Context: an optimization exercise on an open-source flow, tuned for small area, a short achievable clock period and few clock cycles per item. The choices shown serve that exercise and are no tape-out recipe.
In this exercise RTL edits were held to simulation tests only and were not proved equivalent to the original.
Power is estimated from default activity; no workload was simulated.

[flow/run.sh]
#!/bin/bash
# synth_recipe.tcl (not shown) runs the flow's synth.tcl, then flattens the netlist and writes it again
# the make line also repeats each setting of config.mk as NAME=value (left out here)
make -C /OpenROAD-flow-scripts/flow DESIGN_CONFIG=/design/flow/config.mk WORK_HOME=/design/flow/orfs CLKGATE_MAP_FILE= SYNTH_SCRIPT=/design/flow/synth_recipe.tcl finish
[flow/config.mk]
export PLATFORM = sky130hd
export DESIGN_NAME = echo_background
export DESIGN_NICKNAME = echo_background
export VERILOG_FILES = /design/flow/design.v
export SDC_FILE = /design/flow/constraint.sdc
export NUM_CORES = 4
export LEC_CHECK = 0
export CAP_MARGIN = 20
export CORE_MARGIN = 2
export CORE_UTILIZATION = 40
export SLEW_MARGIN = 20
[flow/constraint.sdc]
create_clock -name core_clock -period 12.0 [get_ports {clk}]
set_input_delay 2.4000 -clock core_clock [delete_from_list [all_inputs] [get_ports {clk}]]
set_output_delay 2.4000 -clock core_clock [all_outputs]
set_load 0.01 [all_outputs]
[flow/design.v]
module echo_background (
    input  wire        clk,
    input  wire        rst,
    input  wire        in_valid,
    output wire        in_ready,
    input  wire [19:0] bin,
    input  wire [1:0]  size,        
    input  wire [4:0]  seg_k,       
    input  wire [9:0]  mult,        
    input  wire [9:0]  floor_cnt,   
    output reg         out_valid,
    input  wire        out_ready,
    output reg  [23:0] b16,
    output reg  [24:0] t16
);
    localparam [25:0] INF = 26'h3FFFFFF;    
    reg [10:0] bin_cnt;         
    reg [1:0]  cur_size;        
    reg [4:0]  cur_k;
    reg        f_segend;        
    reg        f_seg0end;       
    reg        f_last;          
    reg        s2_busy;         
    assign in_ready = !(f_last && s2_busy);
    wire take = in_valid && in_ready;
    wire [10:0] nxt      = bin_cnt + 11'd1;
    wire [10:0] seg_mask = (11'd8 << cur_size) - 11'd1;
    wire [10:0] last_bin = (11'd256 << cur_size) - 11'd1;
    wire [4:0]  k_eff    = (seg_k == 5'd0) ? 5'd1 : (seg_k > 5'd16) ? 5'd16 : seg_k;
    reg [19:0] d_bin;
    reg        d_segend, d_first, d_last;
    reg [25:0] acc;
    wire [25:0] acc_next = acc + {6'b0, d_bin};
    reg        tgl;             
    reg [25:0] ring [0:15];
    reg [25:0] ca;
    reg [3:0]  cnta;
    reg        acta, firsta;
    wire [25:0] ea  = firsta ? (({1'b0, cnta} < cur_k) ? INF : 26'd0) : ring[15];
    wire        lta = ca < ea;
    wire [25:0] wa  = lta ? ca : ea;
    wire [25:0] xa  = lta ? ea : ca;
    reg [25:0] cb;
    reg [3:0]  cntb;
    reg        actb, lastb;
    wire [25:0] eb  = ring[7];
    wire        ltb = cb < eb;
    wire [25:0] wb  = ltb ? cb : eb;
    wire [25:0] xb  = ltb ? eb : cb;
    integer i;
    always @(posedge clk) begin
        for (i = 1; i < 16; i = i + 1)
            if (i != 8) ring[i] <= ring[i-1];
        ring[0] <= acta ? wa : ring[15];
        ring[8] <= actb ? wb : ring[7];
    end
    localparam B_IDLE = 3'd0, B_SUM = 3'd1, B_DIV = 3'd2, B_MUL = 3'd3,
               B_SQRT = 3'd4, B_FIN = 3'd5, B_OUT = 3'd6;
    reg [2:0]  bst;
    reg [4:0]  s2_k;
    reg [1:0]  s2_size;
    reg        acc_on, acc_fin;
    reg [30:0] A;               
    reg [3:0]  R;               
    reg [4:0]  dcnt;
    reg [43:0] P;               
    reg [19:0] MC;              
    reg [4:0]  pcnt;
    reg        sq_phase;        
    reg [23:0] SR;              
    reg [21:0] RT;              
    reg [4:0]  scnt;
    wire [4:0]  dtrial = {R, A[30]};
    wire        dge    = dtrial >= s2_k;
    wire [4:0]  ddiff  = dtrial - s2_k;
    wire [20:0] psum   = {1'b0, P[43:24]} + (P[0] ? {1'b0, MC} : 21'd0);
    wire [25:0] strial = {SR, P[43:42]};
    wire [25:0] ssub   = {2'b00, RT, 2'b01};
    wire        sge    = strial >= ssub;
    wire [25:0] sdiff  = strial - ssub;
    reg         m2_run;         
    always @(posedge clk) begin
        if (rst) begin
            bin_cnt   <= 11'd0;
            f_segend  <= 1'b0;
            f_seg0end <= 1'b0;
            f_last    <= 1'b0;
            d_bin     <= 20'd0;
            d_segend  <= 1'b0;
            d_first   <= 1'b0;
            d_last    <= 1'b0;
            acc       <= 26'd0;
            tgl       <= 1'b0;
            acta      <= 1'b0;
            actb      <= 1'b0;
            s2_busy   <= 1'b0;
            bst       <= B_IDLE;
            acc_on    <= 1'b0;
            acc_fin   <= 1'b0;
            m2_run    <= 1'b0;
            out_valid <= 1'b0;
        end else begin
            d_bin    <= take ? bin : 20'd0;
            d_segend <= take && f_segend;
            d_first  <= take && f_seg0end;
            d_last   <= take && f_last;
            if (take) begin
                if (bin_cnt == 11'd0) begin
                    cur_size <= size;
                    cur_k    <= k_eff;
                end
                bin_cnt   <= f_last ? 11'd0 : nxt;
                f_segend  <= (nxt & seg_mask) == seg_mask;
                f_seg0end <= nxt == seg_mask;
                f_last    <= nxt == last_bin;
            end
            if (d_segend) begin
                acc <= 26'd0;
                tgl <= !tgl;
            end else begin
                acc <= acc_next;
            end
            if (acta) begin
                ca   <= xa;
                cnta <= cnta + 4'd1;
                if (cnta == 4'd15) acta <= 1'b0;
            end
            if (d_segend && !tgl) begin
                ca     <= acc_next;
                cnta   <= 4'd0;
                acta   <= 1'b1;
                firsta <= d_first;
            end
            if (actb) begin
                cb   <= xb;
                cntb <= cntb + 4'd1;
                if (cntb == 4'd15) actb <= 1'b0;
            end
            if (d_segend && tgl) begin
                cb    <= acc_next;
                cntb  <= 4'd0;
                actb  <= 1'b1;
                lastb <= d_last;
            end
            acc_on  <= actb && lastb;
            acc_fin <= actb && lastb && (cntb == 4'd15);
            if (acc_on)
                A <= A + {ring[8], 1'b0};
            if (m2_run) begin
                P    <= {psum, P[23:1]};
                pcnt <= pcnt - 5'd1;
                if (pcnt == 5'd1) m2_run <= 1'b0;
            end
            case (bst)
                B_IDLE: if (take && f_last) begin
                    s2_busy <= 1'b1;
                    s2_k    <= cur_k;
                    s2_size <= size;
                    A       <= 31'd0;
                    P       <= {34'd0, mult};
                    MC      <= {10'd0, mult};
                    pcnt    <= 5'd10;
                    m2_run  <= 1'b1;
                    t16     <= {11'd0, floor_cnt, 4'd0};
                    bst     <= B_SUM;
                end
                B_SUM: if (acc_fin) begin
                    R    <= 4'd0;
                    dcnt <= 5'd31 - {3'd0, s2_size};
                    bst  <= B_DIV;
                end
                B_DIV: begin
                    R    <= dge ? ddiff[3:0] : dtrial[3:0];
                    A    <= {A[29:0], dge};
                    dcnt <= dcnt - 5'd1;
                    if (dcnt == 5'd1) begin
                        bst <= B_MUL;
                        MC  <= P[33:14];
                        P   <= {20'd0, A[22:0], dge};
                        b16 <= {A[22:0], dge};
                        t16 <= t16 + {1'b0, A[22:0], dge};
                        pcnt <= 5'd24;
                    end
                end
                B_MUL: begin
                    P    <= {psum, P[23:1]};
                    pcnt <= pcnt - 5'd1;
                    if (pcnt == 5'd1) begin
                        bst  <= B_SQRT;
                        SR   <= 24'd0;
                        RT   <= 22'd0;
                        scnt <= 5'd22;
                    end
                end
                B_SQRT: begin
                    SR   <= sge ? sdiff[23:0] : strial[23:0];
                    RT   <= {RT[20:0], sge};
                    P    <= {P[41:0], 2'b00};
                    scnt <= scnt - 5'd1;
                    if (scnt == 5'd1) bst <= B_FIN;
                end
                B_FIN: begin
                    t16       <= t16 + {5'd0, RT[21:2]};
                    out_valid <= 1'b1;
                    bst       <= B_OUT;
                end
                B_OUT: if (out_ready) begin
                    out_valid <= 1'b0;
                    s2_busy   <= 1'b0;
                    bst       <= B_IDLE;
                end
                default: bst <= B_IDLE;
            endcase
        end
    end
endmodule
==> results.txt <==
==> power groups by stage <==
stage                     sequential, mW  clock, mW  combinational (mW)
after floorplan                     2.90          0               0.350
after global placement              2.95          0               0.458
after detailed placement            2.95          0               0.473
after CTS                           2.89       2.53               0.477
after global routing                2.90       2.63               0.534
final                               2.89       2.46               0.482
==> synth_stat cells, drive strengths merged, types with 42 or more instances <==
| cell | instances |
|---|---|
| dfxtp | 490 |
| edfxtp | 285 |
| nor2 | 253 |
| nand2 | 224 |
| o21ai | 200 |
| a21oi | 195 |
| ha | 193 |
| inv | 152 |
| clkbuf | 90 |
| a21o | 77 |
| nand3 | 75 |
| xnor2 | 66 |
| xor2 | 54 |
| and2 | 49 |
| mux2i | 49 |
| and3 | 42 |
==> per-layer routing <==
layer / GRT usage [%] / vias up
met5: 0 / -
met1: 25.6 / 10800
met3: 3.26 / 128
met4: 6.96 / 0
met2: 29.5 / 618
li1: - / 10900
==> state kept, by name, summed over array words and instances, names as in the netlist, 3 cells and up <==
name,cells
ring,416
P,44
A,31
acc,26
ca,26
cb,26
t16,25
SR,24
b16,24
RT,22
MC,20
d_bin,20
bin_cnt,11
cur_k,5
dcnt,5
pcnt,5
s2_k,5
scnt,5
R,4
cnta,4
cntb,4
bst,3
==> kinds of logic after synthesis <==
logic type                 after synthesis
AOI/OAI and AO/OA                      721
xor gates and xnor gates               120
adders and majority gates              198
buffers and inverters                  273
DFF                                    775
muxes                                   80
other                                    1
and+or+nand+nor                        809
==> layout make-up <==
| type | count | area [µm²] |
|---|---|---|
| multi-input combinational | 1930 | 12900 |
| antenna | 1 | 2.50 |
| inverter | 153 | 577 |
| fill | 7451 | 43100 |
| sequential | 775 | 18400 |
| tap | 1060 | 1330 |
| clock buffer | 104 | 2260 |
| timing repair buffer | 131 | 1250 |
| clock inverter | 41 | 397 |
==> worst max path at each step <==
stage                               start                     to  cells after the start
after floorplan                       rst    RT[0]$_SDFFCE_PN0P_                      3
after global placement           in_valid        P[43]$_DFFE_PN_                      8
after detailed placement         in_valid        P[43]$_DFFE_PN_                      8
after CTS                 A[30]$_DFFE_PN_  t16[22]$_SDFFCE_PP0P_                     20
after global routing      A[30]$_DFFE_PN_  t16[22]$_SDFFCE_PP0P_                     20
final                     A[30]$_DFFE_PN_  t16[22]$_SDFFCE_PP0P_                     20
==> qor.yml <==
status: "no timing/DRC/antenna violations"
synth_mux_area_share_pct: 2.61
top_layer_used: "met4"
leakage_nw: 14.8
post-place-cells: 4048
area_growth_pct: 15.0
critPathKind: "flop to flop"
reg2reg_depth: 20
synth_xor_area_share_pct: 3.26
portBuffers: 101
fin_setup_tns_ns: 0
cts_tree: "built"
wl_met1_um: 35900
r2r_setup_slack_ns: 6.80
cp.arrival_ns: 5.56
placed_cell_area_um2: 34400
synthAdderAreaFrac_pct: 7.81
min-delay-start: "ring[0][21]$_DFF_P_"
seq_area_frac_synth_pct: 57.0
p_sw_mw: 1.42
power_mw: 5.84
layout_commonest_cell: "dfxtp_1"
postCtsSetupRepairBufs: 0
crit_required_ns: 12.36
path_max_fanout: 10
rsz0062_at_grt: "false"
drtIter0Drc: 1984
via_count: 22400
start_util_pct: 40.2
post_drt_wl_per_cell_um: 18.5
die-area_um2: 82800
ys_warn_count: 2
io_pins: 102
wl_met3_um: 4550
synth_edf_count: 285
p_int_mw: 4.42
fmaxAchievable_mhz: 192
vias_per_cell: 5.33
switching_share_pct: 24.3
ys.flop_type: "dfxtp_1"
firstDrtPassIters: 7
post-route-period-util_pct: 43.3
async_flop_share_pct: 0
pre_cts_ws_ns: 6.20
min_delay_worst_endpoint: "ring[1][21]$_DFF_P_"
core_area_um2: 80200
cpLargestDelayFamily: "compound AO/OA/AOI/OAI gates"
end_kind: "flop"
critPathBufInv: 2
power_density_nw_per_um2: 157
grt_antenna_before_repair: 0
netlist.area_leader.share_pct: 30.5
hold_path_depth: 0
syn_area_um2: 32200
holdWs_ns: 0.312
cts_buffers: 79
cts_resized: 0
gp_congestion: 0.874
final-setup-viol-count: 0
dp_hpwl_um: 54600
grt_use_total_pct: 18.7
worst_slew_pin_slew_ns: 1.11
fin_crit_ns: 5.20
rr_startpoint: "A[30]$_DFFE_PN_"
synth_top_family_by_area: "compound AO/OA/AOI/OAI gates"
drive_gt1_share_pct: 7.34
max_cap_viol_count: 0
die_x_um: 288
worstSkewPairLatency_ns: 0.64
cts_root_buf: "clkbuf_16"
synth_area_leader_cell: "dfxtp_1"
drc: 0
syn_area_per_cell_um2: 10.8
dr_wl_met2_um: 35000
layout.nets: 3319
irDropWorstVdd_mv: 0.112
layout_common_cells: "dfxtp_1 (488), edfxtp_1 (285), nor2_1 (251), nand2_1 (224), ha_1 (193)"
cts_hold_repair.buffers: 0
synth_cells: 2977
holdCritPathClass: "flop to flop"
slowest_delay_ns: 0.47
power.share.clock_pct: 42.2
yosys-top-cells-area: "dfxtp_1 (30%), edfxtp_1 (27%), ha_1 (7.5%)"
postLayoutSetupSlackWorst_ns: 6.80
ys_ff_latch: 775
cp-start-kind: "flop"
hold_viol: 0
timing.rr.end: "t16[22]$_SDFFCE_PP0P_"
seqPwrFrac_pct: 49.5
synth_cell_types: 83
clock-sinks: 775
fin_cells: 4195
num_rows: 104
grt_pass1_vias: 22100
post-route-util_pct: 46.2
h-tree-depth: 3
cp_cell_sequence: "inv_1 > ha_1 > inv_1 > a21o_1 > a21oi_1 > a21boi_0 > o21ai_0 > nand2b_1 > mux2_2 > ha_1 > fa_1 > a211o_1 > a211oi_2 > o21ai_1 > a221o_2 > a2111oi_4 > o21bai_1 > a21oi_1 > xor2_1 > nor2_1"
crit_slowest_cell: "a221o_2"
ant_nets: 0
cts_buffer_depth: 3
clkTransAtPathRegs_ns: 0.06
drv_slew: 0
synth_compound_area_share_pct: 14.3
die_h_um: 288
gr-total-overflow: 0
wirelength_um: 77800
maxSlewHeadroom_pct: 26.0
synthSimpleGateAreaFrac_pct: 11.7
final_area_um2: 37100
grt_pass1_wl_um: 122000
grt_max_degree: 81
worst_clock_skew_ns: 0.0380
pwr-share-comb_pct: 8.3
Testbench counts, summed over its fixed seeds: cycles 40,453, histograms 96.

-- re-timing with driven ports --
No port has a modelled driver above. Below, the same layout with a new extraction and two added sets of constraints.
Step 1, drivers: a clkbuf_16 drives clk and a buf_2 each remaining input, both assumed.
Step 2 adds t to the input delays and takes it off the output delays; t is the mean of the earliest and latest rising clock arrival at the registers after step 1. Input paths then give back, and output paths get back, about the clock's delay inside the block.
a / b / c = no drivers / after step 1 / after step 2; a / b = the first two.
shift t [ns]: 0.688
setup WS [ns]: 6.800 / 6.800 / 6.114
latest minus earliest clock arrival (ns): 0.039 / 0.039
worst data-port slew with drivers (ns): 0.07
After both steps setup and hold are still met in this run. For this run, drivers alone change the setup slack by 0.000 ns; drivers and shift together by -0.686 ns.
